From an optimization exercise on the open Yosys and OpenROAD flow, aimed at small area and a short achievable clock period; shortcuts taken in it are not production practice. RTL that was checked went through simulation tests only; none was proved equivalent to the original.

amber:
==> flow/design.v <==
module egress_arb (
    input  wire        clk,
    input  wire        rst,           
    input  wire [15:0] req,           
    input  wire [15:0] fits,          
    input  wire [79:0] flits,         
    input  wire        map_we,        
    input  wire [3:0]  map_idx,
    input  wire [3:0]  map_val,
    input  wire        commit,        
    input  wire [15:0] clr,           
    output wire        gnt,           
    output wire [3:0]  gnt_idx,       
    output reg  [3:0]  last_win,      
    output wire        busy,          
    output wire [15:0] in_backoff,
    output wire [15:0] capped,        
    output wire [63:0] act_map        
);
    localparam integer KB = 7;        
    reg  [3:0]  map_sh  [0:15];
    reg  [3:0]  map_act [0:15];
    reg  [13:0] lf      [0:15];       
    reg  [15:0] inbo;                 
    reg  [15:0] cf;                   
    reg  [12:0] age     [0:15];       
    reg         p1, p2, p3, p4, p5;   
    reg  [15:0] parts;                
    reg  [15:0] sel;                  
    reg  [3:0]  win;
    reg  [3:0]  win_in;
    reg  [4:0]  scnt;                 
    reg  [1:0]  ssub;
    reg         busy_r;
    reg         cmt_pend;
    wire [15:0] present = req & fits & ~inbo;
    genvar g;
    generate
        for (g = 0; g < 16; g = g + 1) begin : g_map
            assign act_map[4*g +: 4] = map_act[g];
        end
    endgenerate
    assign in_backoff = inbo;
    assign gnt     = p5;
    assign gnt_idx = win;
    assign busy    = busy_r;
    wire idle     = ~(p1 | p2 | p3 | p4 | p5);
    wire any_pres = |present;
    wire open_now = idle & ~busy_r & any_pres;
    reg [15:0] ca;
    reg [3:0]  a_in;
    reg        anyb;
    always @(*) begin
        ca = parts;
        for (ba = 3; ba >= 0; ba = ba - 1) begin
            anyb = 1'b0;
            for (ia = 0; ia < 16; ia = ia + 1)
                anyb = anyb | (ca[ia] & map_act[ia][ba]);
            a_in[ba] = anyb;
            for (ia = 0; ia < 16; ia = ia + 1)
                ca[ia] = ca[ia] & (map_act[ia][ba] | ~anyb);
        end
        for (ba = 12; ba >= KB; ba = ba - 1) begin
            anyb = 1'b0;
            for (ia = 0; ia < 16; ia = ia + 1)
                anyb = anyb | (ca[ia] & age[ia][ba]);
            for (ia = 0; ia < 16; ia = ia + 1)
                ca[ia] = ca[ia] & (age[ia][ba] | ~anyb);
        end
    end
    reg [15:0] cb;
    reg [15:0] wb;
    reg [3:0]  wi;
    reg        anyz, anyc, taken;
    reg [15:0] lowz;
    always @(*) begin
        cb = sel;
        for (ib = 0; ib < 16; ib = ib + 1)
            lowz[ib] = (age[ib][KB-1:0] == {KB{1'b0}});
        anyz = 1'b0;
        for (ib = 0; ib < 16; ib = ib + 1)
            anyz = anyz | (cb[ib] & lowz[ib]);
        for (ib = 0; ib < 16; ib = ib + 1)
            cb[ib] = cb[ib] & (lowz[ib] | ~anyz);
        for (bb = KB - 1; bb >= 0; bb = bb - 1) begin
            anyc = 1'b0;
            for (ib = 0; ib < 16; ib = ib + 1)
                anyc = anyc | (cb[ib] & age[ib][bb]);
            for (ib = 0; ib < 16; ib = ib + 1)
                cb[ib] = cb[ib] & (age[ib][bb] | ~anyc);
        end
        taken = 1'b0;
        wb = 16'd0;
        wi = 4'd0;
        for (ib = 0; ib < 16; ib = ib + 1) begin
            wb[ib] = cb[ib] & ~taken;
            if (cb[ib] & ~taken) wi = ib[3:0];
            taken = taken | cb[ib];
        end
    end
    reg [4:0] win_flits;
    integer iw, ia, ba, ib, bb;
    always @(*) begin
        win_flits = 5'd0;
        for (iw = 0; iw < 16; iw = iw + 1)
            win_flits = win_flits | (flits[5*iw +: 5] & {5{sel[iw]}});
    end
    wire scnt_gt2 = (scnt[4] | scnt[3] | scnt[2] | (scnt[1] & scnt[0]));
    wire cmt_any   = commit | cmt_pend;
    wire cmt_apply = cmt_any & idle & ~open_now;
    always @(posedge clk) begin
        if (rst) begin
            p1       <= 1'b0;
            p2       <= 1'b0;
            p3       <= 1'b0;
            p4       <= 1'b0;
            p5       <= 1'b0;
            scnt     <= 5'd0;
            ssub     <= 2'd0;
            busy_r   <= 1'b0;
            cmt_pend <= 1'b0;
            last_win <= 4'd0;
        end else begin
            p1 <= open_now;
            p2 <= p1;
            p3 <= p2 & any_pres;
            p4 <= p3;
            p5 <= p4;
            if (p5)
                last_win <= win_in;
            busy_r <= p4 | p5 | ssub[1] | scnt_gt2;
            if (p5) begin
                ssub <= 2'd2;
                scnt <= win_flits;
            end else if (ssub != 2'd0) begin
                ssub <= ssub - 2'd1;
            end else if (scnt_gt2) begin
                ssub <= 2'd2;
                scnt <= scnt - 5'd2;
            end
            cmt_pend <= cmt_any & ~cmt_apply;
        end
        if (p2)
            parts <= present;
        if (p3) begin
            sel    <= ca;
            win_in <= a_in;
        end
        if (p4) begin
            sel <= wb;
            win <= wi;
        end
    end
    wire [3:0] val_d1 = map_val | {4{rst}};
    wire [3:0] val_d0 = map_val & {4{~rst}};
    reg [3:0]  sh_n, sh_d;
    reg [13:0] lf_n;
    reg [13:0] lf_lo;
    reg        kill, lose;
    integer i, b;
    always @(posedge clk) begin
        for (i = 0; i < 16; i = i + 1) begin
            for (b = 0; b < 4; b = b + 1)
                sh_d[b] = (((i < 8) ? 4'd12 : i - 8) >> b) & 1 ? val_d1[b] : val_d0[b];
            sh_n = (rst || (map_we && map_idx == i[3:0])) ? sh_d : map_sh[i];
            map_sh[i] <= sh_n;
            if (rst || cmt_apply)
                map_act[i] <= sh_n;
            if (rst || !req[i] || (p5 && sel[i]))
                age[i] <= 13'd0;
            else
                age[i] <= age[i] + {12'd0, ~age[i][12]};
            kill  = rst | clr[i] | (p5 & sel[i]);
            lose  = p5 & parts[i] & ~sel[i];
            lf_lo = {1'b0, lf[i][12:0]} + {13'd0, lose | inbo[i]};
            lf_n  = {lf[i][13] | lf_lo[13], lf_lo[12:0]};
            if (kill) begin
                lf[i]   <= 14'd16;
                inbo[i] <= 1'b0;
                cf[i]   <= 1'b0;
            end else begin
                lf[i]   <= lf_n;
                inbo[i] <= lose | (inbo[i] & (lf[i][13] ? ~lf_lo[13] :
                                              |(lf[i][12:0] & lf_lo[12:0])));
                cf[i]   <= cf[i] | (lose & lf[i][13]);
            end
        end
    end
    reg [3:0]  cap_lo [0:15];
    reg [3:0]  cap_hi [0:15];
    reg [15:0] capped_r;
    integer ic, ac, bc;
    always @(*) begin
        for (ic = 0; ic < 16; ic = ic + 1)
            for (ac = 0; ac < 4; ac = ac + 1) begin
                cap_lo[ic][ac] = cf[ic] & (map_act[ic][1:0] == ac[1:0]);
                cap_hi[ic][ac] = (map_act[ic][3:2] == ac[1:0]);
            end
        for (bc = 0; bc < 4; bc = bc + 1)
            for (ac = 0; ac < 4; ac = ac + 1) begin
                capped_r[4*bc+ac] = 1'b0;
                for (ic = 0; ic < 16; ic = ic + 1)
                    capped_r[4*bc+ac] = capped_r[4*bc+ac] |
                                        (cap_lo[ic][ac] & cap_hi[ic][bc]);
            end
    end
    assign capped = capped_r;
endmodule
==> flow/config.mk <==
export PLATFORM = sky130hd
export DESIGN_NAME = egress_arb
export DESIGN_NICKNAME = egress_arb
export VERILOG_FILES = /design/flow/design.v
export SDC_FILE = /design/flow/constraint.sdc
export NUM_CORES = 4
export LEC_CHECK = 0
export CAP_MARGIN = 20
export CORE_MARGIN = 2
export CORE_UTILIZATION = 40
export SLEW_MARGIN = 20
==> flow/constraint.sdc <==
create_clock -name core_clock -period 42.0 [get_ports {clk}]
set_input_delay 8.4000 -clock core_clock [delete_from_list [all_inputs] [get_ports {clk}]]
set_output_delay 8.4000 -clock core_clock [all_outputs]
set_load 0.01 [all_outputs]
standard.sh (not shown) runs the stock make flow with config.mk's settings and CLKGATE_MAP_FILE= SYNTH_SCRIPT=/design/flow/synth_recipe.tcl, a recipe that flattens the netlist after the stock synthesis.
==> flow/flow/run.sh <==
#!/bin/bash
# Standard ORFS layout, with the combinational logic of the standard
# synthesis re-mapped by ABC for area (registers kept as synthesized), and
# small port buffers. Each tool's output goes to a log in this folder.
set -euo pipefail
W=$PWD
R=$W/orfs/results/$FLOW_PLATFORM/egress_arb/base
LIB=$FLOW_HOME/platforms/$FLOW_PLATFORM/lib/sky130_fd_sc_hd__tt_025C_1v80.lib
YOSYS=$FLOW_HOME/../tools/install/yosys/bin/yosys
[ -x "$YOSYS" ] || YOSYS=yosys

# 1. the standard synthesis, unchanged
bash standard.sh synth > $W/log_1_synth.txt 2>&1

# 2. re-map its combinational logic; registers stay as they are
python3 flow/mkmap.py $LIB $W/cells_map.v > $W/log_2_mkmap.txt 2>&1
cp $R/1_2_yosys.v $W/std_1_2_yosys.v
DU=""
for c in sky130_fd_sc_hd__probe_p_8 sky130_fd_sc_hd__probec_p_8 sky130_fd_sc_hd__lpflow_*; do
  DU="$DU -dont_use $c"
done
$YOSYS -p "read_liberty -lib $LIB; read_verilog $W/std_1_2_yosys.v; hierarchy -top $FLOW_TOP; \
  techmap -map $W/cells_map.v; techmap; opt -purge; \
  abc -liberty $LIB $DU -script $W/flow/area.abc; opt_clean -purge; \
  hilomap -singleton -hicell sky130_fd_sc_hd__conb_1 HI -locell sky130_fd_sc_hd__conb_1 LO; \
  insbuf -buf sky130_fd_sc_hd__buf_4 A X; splitnets; opt_clean -purge; \
  write_verilog -noattr -noexpr -nohex -nodec $W/resyn_1_2_yosys.v; stat -liberty $LIB" \
  > $W/log_3_resyn.txt 2>&1
cp $W/resyn_1_2_yosys.v $R/1_2_yosys.v
rm -f $R/1_synth.odb $R/1_synth.sdc

# 3. the rest of the standard layout
bash standard.sh finish "BUFFER_PORTS_ARGS=-buffer_cell sky130_fd_sc_hd__buf_2" \
  SETUP_SLACK_MARGIN=31.5 \
  > $W/log_4_layout.txt 2>&1
Other scripts of this flow, unchanged in this note and not shown: flow/flow/area.abc, flow/flow/mkmap.py
diff inputs: amber => indigo
--- a/flow/design.v
+++ b/flow/design.v
@@ -169,6 +169,6 @@
             if (rst || !req[i] || (p5 && sel[i]))
                 age[i] <= 13'd0;
-            else
-                age[i] <= age[i] + {12'd0, ~age[i][12]};
+            else if (!age[i][12])
+                age[i] <= age[i] + 13'd1;
             kill  = rst | clr[i] | (p5 & sel[i]);
             lose  = p5 & parts[i] & ~sel[i];
In the metrics for indigo and amber, the one carrying the lower first-iteration DRC count is amber.
Shortest clock period the worst path allows after layout, indigo and amber, higher one = indigo.
When the final numbers for indigo and amber were put side by side, the die area turned out to be greater in amber.
Via count, indigo vs amber: down by a few percent
Between indigo and amber, number of logic stages on the critical path including buffering is lower for amber, indigo comes in above that.
Peak fanout along the critical path: lower on indigo
indigo and amber all finish clean.
The final hold slack on amber is in line with that on indigo.
On number of standard cells in the layout, taps in and fillers out: indigo sits below amber.
Against amber, indigo comes in 90 ps lower on highest cell delay on the worst timing path.
In indigo, the final wirelength came out about 4% below the value in amber.
Higher cell count after placement was reported by amber, not indigo.
In indigo relative to amber, number of multi-input combinational cells in the layout had gone down slightly.
The standard cells in indigo occupy less silicon area than those in amber do.
Only the layout flow was run in indigo; the RTL was not checked for function there.

==> static timing again, ports no longer ideal <==
No port has a modelled driver above. Below, the same layouts with a new extraction and two added sets of constraints. Step 1: set_driving_cell puts a clkbuf_16 on clk and a buf_2 on each other input, an assumption about the parent block. Step 2 moves the port delays by t, midway between the first and last clock arrival at a register: inputs arrive t later, outputs are due t later. That takes back most of the time a late clock gives input paths. Slacks: ideal ports / drivers / drivers and shift; pairs: ideal ports / drivers.
| run | t (ns) | setup WS [ns] | worst hold slack (ns) |
|---|---|---|---|
| amber | 0.698 | 31.069 / 30.998 / 30.955 | 0.458 / 0.458 / 0.458 |
| indigo | 0.699 | 30.873 / 30.807 / 31.041 | 0.460 / 0.460 / 0.460 |
After both steps every run listed still meets setup and hold. For amber, which loses most, drivers alone change the setup slack by -0.071 ns; drivers and shift together by -0.114 ns.
